Source: an optimization exercise on an open RTL-to-GDS flow (aim: small area, a short achievable clock period and few clock cycles). Production flows keep margins and buffers that such runs may drop. Function not checked in this run: the RTL went through the layout flow alone.

$ cat design/flow/design.v
module rot_check (
    input  wire        clk,
    input  wire        rst,
    input  wire        ro_we,
    input  wire [5:0]  ro_addr,
    input  wire [9:0]  ro_data,
    input  wire        start,
    input  wire [6:0]  k_in,
    input  wire [5:0]  m_in,
    input  wire [10:0] pphi_in,
    input  wire        phi_valid,
    input  wire [5:0]  phi_data,
    output wire        phi_ready,
    output reg         tab_valid,
    output reg  [5:0]  tab_phi,
    output reg  [5:0]  tab_x,
    output reg  [5:0]  tab_row,
    output wire        idle,
    output reg         done,
    output reg  [3:0]  result,
    output reg  [5:0]  row_a,
    output reg  [5:0]  row_b,
    output reg  [9:0]  phase_index
);
    localparam [3:0] RES_PASS        = 4'd0;
    localparam [3:0] RES_FIRING_MAP  = 4'd1;
    localparam [3:0] RES_COVERAGE    = 4'd2;
    localparam [3:0] RES_PHASE_RANGE = 4'd5;
    localparam [3:0] RES_LIMIT       = 4'd6;
    localparam [2:0] S_IDLE   = 3'd0;
    localparam [2:0] S_STREAM = 3'd1;
    localparam [2:0] S_GCD    = 3'd2;
    localparam [2:0] S_FILL   = 3'd3;
    localparam [2:0] S_EMIT   = 3'd4;
    reg [2:0]  state;
    reg [6:0]  k;
    reg [5:0]  m;
    reg [10:0] pphi;
    reg [9:0]  row_ofs [0:63];
    reg [10:0] idx;                  
    reg [63:0] seen;                 
    reg [5:0]  dphi [0:63];          
    reg [9:0]  dpos [0:63];          
    reg [6:0]  ndist;                
    reg [6:0]  ga, gb;
    reg [6:0]  pass;                 
    reg [5:0]  r;
    reg [5:0]  s;
    reg [63:0] own_v;
    reg [5:0]  owner [0:63];
    reg [5:0]  xc;                   
    integer i;
    assign idle      = (state == S_IDLE);
    assign phi_ready = (state == S_STREAM);
    wire [10:0] tick_sum = {5'd0, r} + {1'b0, row_ofs[s]};
    wire [10:0] x_full   = tick_sum % {4'd0, k};
    wire [5:0]  x        = x_full[5:0];
    wire [6:0]  s_inc    = {1'b0, s} + {1'b0, m};
    wire [5:0]  s_next   = (s_inc >= k) ? (s_inc - k) : s_inc[5:0];
    wire        limit_bad = (k_in == 7'd0) || (k_in > 7'd64) || ({1'b0, m_in} >= k_in) ||
                            (pphi_in == 11'd0) || (pphi_in > 11'd1024);
    always @(posedge clk) begin
        if (ro_we && state == S_IDLE)
            row_ofs[ro_addr] <= ro_data;
    end
    always @(posedge clk) begin
        if (rst) begin
            state       <= S_IDLE;
            done        <= 1'b0;
            tab_valid   <= 1'b0;
            tab_phi     <= 6'd0;
            tab_x       <= 6'd0;
            tab_row     <= 6'd0;
            result      <= 4'd0;
            row_a       <= 6'd0;
            row_b       <= 6'd0;
            phase_index <= 10'd0;
            k           <= 7'd0;
            m           <= 6'd0;
            pphi        <= 11'd0;
            idx         <= 11'd0;
            seen        <= 64'd0;
            ndist       <= 7'd0;
            ga          <= 7'd0;
            gb          <= 7'd0;
            pass        <= 7'd0;
            r           <= 6'd0;
            s           <= 6'd0;
            own_v       <= 64'd0;
            xc          <= 6'd0;
        end else begin
            done      <= 1'b0;
            tab_valid <= 1'b0;
            case (state)
                S_IDLE: begin
                    if (start) begin
                        k     <= k_in;
                        m     <= m_in;
                        pphi  <= pphi_in;
                        idx   <= 11'd0;
                        seen  <= 64'd0;
                        ndist <= 7'd0;
                        if (limit_bad) begin
                            done        <= 1'b1;
                            result      <= RES_LIMIT;
                            row_a       <= 6'd0;
                            row_b       <= 6'd0;
                            phase_index <= 10'd0;
                        end else begin
                            state <= S_STREAM;
                        end
                    end
                end
                S_STREAM: begin
                    if (phi_valid) begin
                        if ({1'b0, phi_data} >= k) begin
                            state       <= S_IDLE;
                            done        <= 1'b1;
                            result      <= RES_PHASE_RANGE;
                            row_a       <= 6'd0;
                            row_b       <= 6'd0;
                            phase_index <= idx[9:0];
                        end else begin
                            if (!seen[phi_data]) begin
                                seen[phi_data]     <= 1'b1;
                                dphi[ndist[5:0]]   <= phi_data;
                                dpos[ndist[5:0]]   <= idx[9:0];
                                ndist              <= ndist + 7'd1;
                            end
                            idx <= idx + 11'd1;
                            if (idx + 11'd1 == pphi) begin
                                state <= S_GCD;
                                ga    <= k;
                                gb    <= {1'b0, m};
                            end
                        end
                    end
                end
                S_GCD: begin
                    if (gb != 7'd0) begin
                        ga <= gb;
                        gb <= ga % gb;
                    end else if (ga != 7'd1) begin
                        state       <= S_IDLE;
                        done        <= 1'b1;
                        result      <= RES_COVERAGE;
                        row_a       <= 6'd0;
                        row_b       <= 6'd0;
                        phase_index <= 10'd0;
                    end else begin
                        state <= S_FILL;
                        pass  <= 7'd0;
                        r     <= 6'd0;
                        s     <= dphi[0];
                        own_v <= 64'd0;
                    end
                end
                S_FILL: begin
                    if (own_v[x]) begin
                        state       <= S_IDLE;
                        done        <= 1'b1;
                        result      <= RES_FIRING_MAP;
                        row_a       <= owner[x];
                        row_b       <= s;
                        phase_index <= dpos[pass[5:0]];
                    end else begin
                        own_v[x] <= 1'b1;
                        owner[x] <= s;
                        r        <= r + 6'd1;
                        s        <= s_next;
                        if ({1'b0, r} == k - 7'd1) begin
                            state <= S_EMIT;
                            xc    <= 6'd0;
                        end
                    end
                end
                S_EMIT: begin
                    tab_valid <= 1'b1;
                    tab_phi   <= dphi[pass[5:0]];
                    tab_x     <= xc;
                    tab_row   <= owner[xc];
                    xc        <= xc + 6'd1;
                    if ({1'b0, xc} == k - 7'd1) begin
                        if (pass + 7'd1 == ndist) begin
                            state       <= S_IDLE;
                            done        <= 1'b1;
                            result      <= RES_PASS;
                            row_a       <= 6'd0;
                            row_b       <= 6'd0;
                            phase_index <= 10'd0;
                        end else begin
                            state <= S_FILL;
                            pass  <= pass + 7'd1;
                            r     <= 6'd0;
                            s     <= dphi[pass[5:0] + 6'd1];
                            own_v <= 64'd0;
                        end
                    end
                end
                default: state <= S_IDLE;
            endcase
        end
    end
endmodule
$ cat design/flow/run.sh
#!/bin/bash
# synth_recipe.tcl (not shown) runs the flow's synth.tcl, then flattens the netlist and writes it again
# the make line also repeats each setting of config.mk as NAME=value (left out here)
make -C /OpenROAD-flow-scripts/flow DESIGN_CONFIG=/design/flow/config.mk WORK_HOME=/design/flow/orfs CLKGATE_MAP_FILE= SYNTH_SCRIPT=/design/flow/synth_recipe.tcl finish
$ cat design/flow/config.mk
export PLATFORM = sky130hd
export DESIGN_NAME = rot_check
export DESIGN_NICKNAME = rot_check
export VERILOG_FILES = /design/flow/design.v
export SDC_FILE = /design/flow/constraint.sdc
export NUM_CORES = 4
export LEC_CHECK = 0
export CAP_MARGIN = 40
export CORE_MARGIN = 2
export CORE_UTILIZATION = 40
export SLEW_MARGIN = 40
$ cat design/flow/constraint.sdc
create_clock -name core_clock -period 27.0 [get_ports {clk}]
set_input_delay 5.4000 -clock core_clock [delete_from_list [all_inputs] [get_ports {clk}]]
set_output_delay 5.4000 -clock core_clock [all_outputs]
set_load 0.01 [all_outputs]
==> reports/results.ini <==
[timing]
setup_viol = 0
worst_pin_slew_ns = 1.10
period_share_pct = 94.7
slew_viol_final = 0
skew_ns = 0.109
fin_crit_ns = 25.56
max_freq_mhz = 39.1
hold_viol_final = 0
whs_ns = 0.453
slew-limit-headroom_pct = 26.4
setup_slack_ns = 1.44

[global_route]
grt_pass1_vias = 59800
antenna_found_initial = 10
grt_pass1_wl_um = 431000
grt_usage_pct = 22.7
grt_max_degree = 87
grt_overflow = 0

[route]
met3_length_um = 29100
wl_met1_um = 128000
firstDrtPassIters = 8
totalWireLength_um = 301000
vias = 61600
wl_per_cell_um = 30.1
ant_nets = 0
wl_met2_um = 135000
drtIter0Drc = 8196
viasPerCell = 6.17
top_layer = met5
drc = 0

[critical_path]
critPathArrivalTime_ns = 26.28
cp_common_cell = ha_1
worstPathMaxFanout = 28
required_ns = 27.72
crit_type = register to register
end_kind = register
slowest_stage = a211oi_4
worst_path_largest_cell_delay_ns = 0.58
start_kind = register
crit_buf_inv = 9
critPathTopFamily = compound AO/OA/AOI/OAI gates

[die]
die_x_um = 510
dieArea_sq_um = 260000
ios = 99
rows = 185
fp.coreArea_sq_um = 255000
die_y_um = 510
initial_utilization_pct = 40.3

[cells_and_area]
fin_cells = 9984
multiInputGateArea_sq_um = 34900
nFillCells = 21600
fin_nets = 6590
seq_area_sq_um = 67000
fin_area_sq_um = 117000
area_delta_synth_final_pct = 14.6
drive_above_1_share_pct = 26.8

[outcome]
status = timing/DRC/antenna clean

[placed_design]
place_congestion = 0.914
hpwlAfterDp_um = 192000
placed_area_sq_um = 109000
place_inst = 9501
pre_cts_ws_ns = -0.591
io_buffers = 97

[clock_tree]
cts_sinks = 2317
root_buffer = clkbuf_16
numCtsBuffers = 234
htree_num_levels = 4
cts_tree = yes
ctsHoldBuffers = 0
clkTransAtPathRegs_ns = 0.06
clockBufferDepth = 3
insertion_delay_ns = 0.93

[synth]
async_flop_share_pct = 0
syn_inst = 6196
ys_ff_latch = 2317
synth_enable_flop_cells = 2048
yosysWarnings = 1
synthesis.area_sq_um = 103000
synth_cell_types = 107
synth_area_per_cell_sq_um = 16.6
syn_nets = 6382
synth_seq_area_share_pct = 65.2
ys.flop_type = edfxtp_1

[run]
maxCapViolations = 0

[worst_hold_path]
hp-class = register to register

-- layout by cell type (no fill, tap or decap), types with 23 or more instances in the layout --
cell,Yosys,layout
xor2_1,34,30
clkinv_2,0,39
nor2_4,1,52
mux2i_1,91,88
and3_1,25,25
o21a_1,41,41
o21ai_0,102,96
mux4_2,788,788
mux2_2,28,28
nand2_1,451,448
nor2b_1,34,31
a21oi_1,252,246
nand3_1,125,119
clkinv_1,1,47
dfxtp_1,269,236
nor2_2,1,141
bufinv_16,0,24
nor3_1,65,59
clkbuf_1,249,58
a22oi_1,25,23
and2_1,32,31
clkbuf_16,0,243
o22ai_1,43,43
inv_1,73,71
a21o_1,30,29
a31oi_1,89,87
clkdlybuf4s50_1,0,80
nand2b_1,31,30
buf_6,2,23
edfxtp_1,2048,2048
xnor2_1,71,71
buf_4,14,222
nor2_1,509,319
ha_1,130,129
o211ai_1,32,32
-- registers in the layout, indices dropped and copies added, names as in the netlist, 6 cells and up, named ones only --
name and flops:
tab_row 6, tab_x 6, row_ofs 640, xc 6
k 7, dpos 640, s 6, row_b 6
pphi 11, pass 7, idx 11, phase_index 10
row_a 6, owner 384, seen 64, own_v 64
m 6, r 6, dphi 384, tab_phi 6
gb 7, ndist 7, ga 7
-- per-layer routing --
layer | vias to the layer above | global-route usage (%)
li1 | 25500 | -
met1 | 32400 | 33.5
met2 | 3184 | 33.9
met3 | 498 | 4.79
met4 | 6 | 6.40
met5 | - | 0
-- logic make-up (layout without fill, tap and decap cells) --
logic type | count (synthesis) | after routing | share of synthesized area, %
XOR/XNOR | 105 | 105 | 0.897
multiplexers | 912 | 912 | 18.6
flip-flops | 2317 | 2317 | 65.2
AO/OA/AOI/OAI | 882 | 883 | 5.80
AND/OR/NAND/NOR | 1384 | 1385 | 5.98
buffers and inverters | 460 | 878 | 1.84
adder cells (fa/ha/maj) | 135 | 135 | 1.68
other | 1 | 3 | 0.00366
-- final timing paths --
kind,startpoint,end,slack (ns),cells after the start
worst min-delay path,tab_phi[1],tab_phi[1],0.45,2
worst min register to register,tab_phi[1],tab_phi[1],0.45,2
worst max register to register,register,register,1.44,108
worst max-delay path,register,register,1.44,108
-- what timing repair did --
item / in CTS / in global routing
gates cloned: 0 / 6
endpoints found under the setup margin: 360 / 501
gates resized for setup: 59 / 108
pin swaps: 3 / 14
setup buffers: 3 / 24
-- metrics by stage --
step	TNS, ns	util [%]
5_1_grt	-1.15	46.1
2_1_floorplan	0	-
6_report	0	46.1
3_3_place_gp	-36.96	42.5
3_5_place_dp	-107.86	42.6
4_1_cts	0	45.8
-- cell usage after synthesis (22+ instances only) --
cell / number / area [sq um]
xor2_1: 34 / 298
buf_2: 36 / 180
edfxtp_1: 2048 / 61500
o31ai_1: 22 / 165
a31oi_1: 89 / 557
o21ai_0: 102 / 510
o21a_1: 41 / 308
and3_1: 25 / 156
dfxtp_1: 269 / 5390
nand2b_1: 31 / 194
clkbuf_1: 249 / 935
mux2_2: 28 / 315
o221ai_1: 22 / 193
ha_1: 130 / 1630
a21o_1: 30 / 225
nor2b_1: 34 / 213
nand2_1: 451 / 1690
o211ai_1: 32 / 240
and2_1: 32 / 200
o22ai_1: 43 / 269
nor2_1: 509 / 1910
xnor2_1: 71 / 622
mux4_2: 788 / 17700
inv_1: 73 / 274
mux2i_1: 91 / 911
nor3_1: 65 / 325
a22oi_1: 25 / 188
nand3_1: 125 / 626
a211oi_1: 26 / 195
a21oi_1: 252 / 1260
buf_1: 77 / 289
-- cell type report --
cell class	instances	area share [%]
diodes	2	0.00426
clock buffers	309	5.40
clock inverters	139	1.34
inverters	79	0.252
multi-input cells	3421	29.7
flip-flops and latches	2317	57.0
well taps	3366	3.58
repair buffers	351	2.70
-- tightest hold or removal path, cell delays in order, from the launching register on --
cell	delay (ns)
dfxtp_1	0.31
nand2_1	0.05
a21oi_1	0.05

[port drivers added, routing unchanged]
How much do the figures lean on ideal ports? The routed layout below was timed once more, with nothing changed but the port constraints. Step 1 sets driving cells, clkbuf_16 on the clock port and buf_2 on the other inputs (assumed; they add their load-dependent delay and slew). Step 2 times the ports against the registers' clock, not the clock port: input delays grow and output delays shrink by t, the midpoint of the rising clock arrivals with the driver on. Slacks: no drivers / after step 1 / after step 2; pairs: no drivers / after step 1.
t (ns): 0.961
setup slack, ns: 1.440 / 1.440 / 1.440
clock arrival spread, ns: 0.120 / 0.120
After both steps this run still meets setup and hold. For this run, drivers alone change the setup slack by 0.000 ns; drivers and shift together by 0.000 ns.
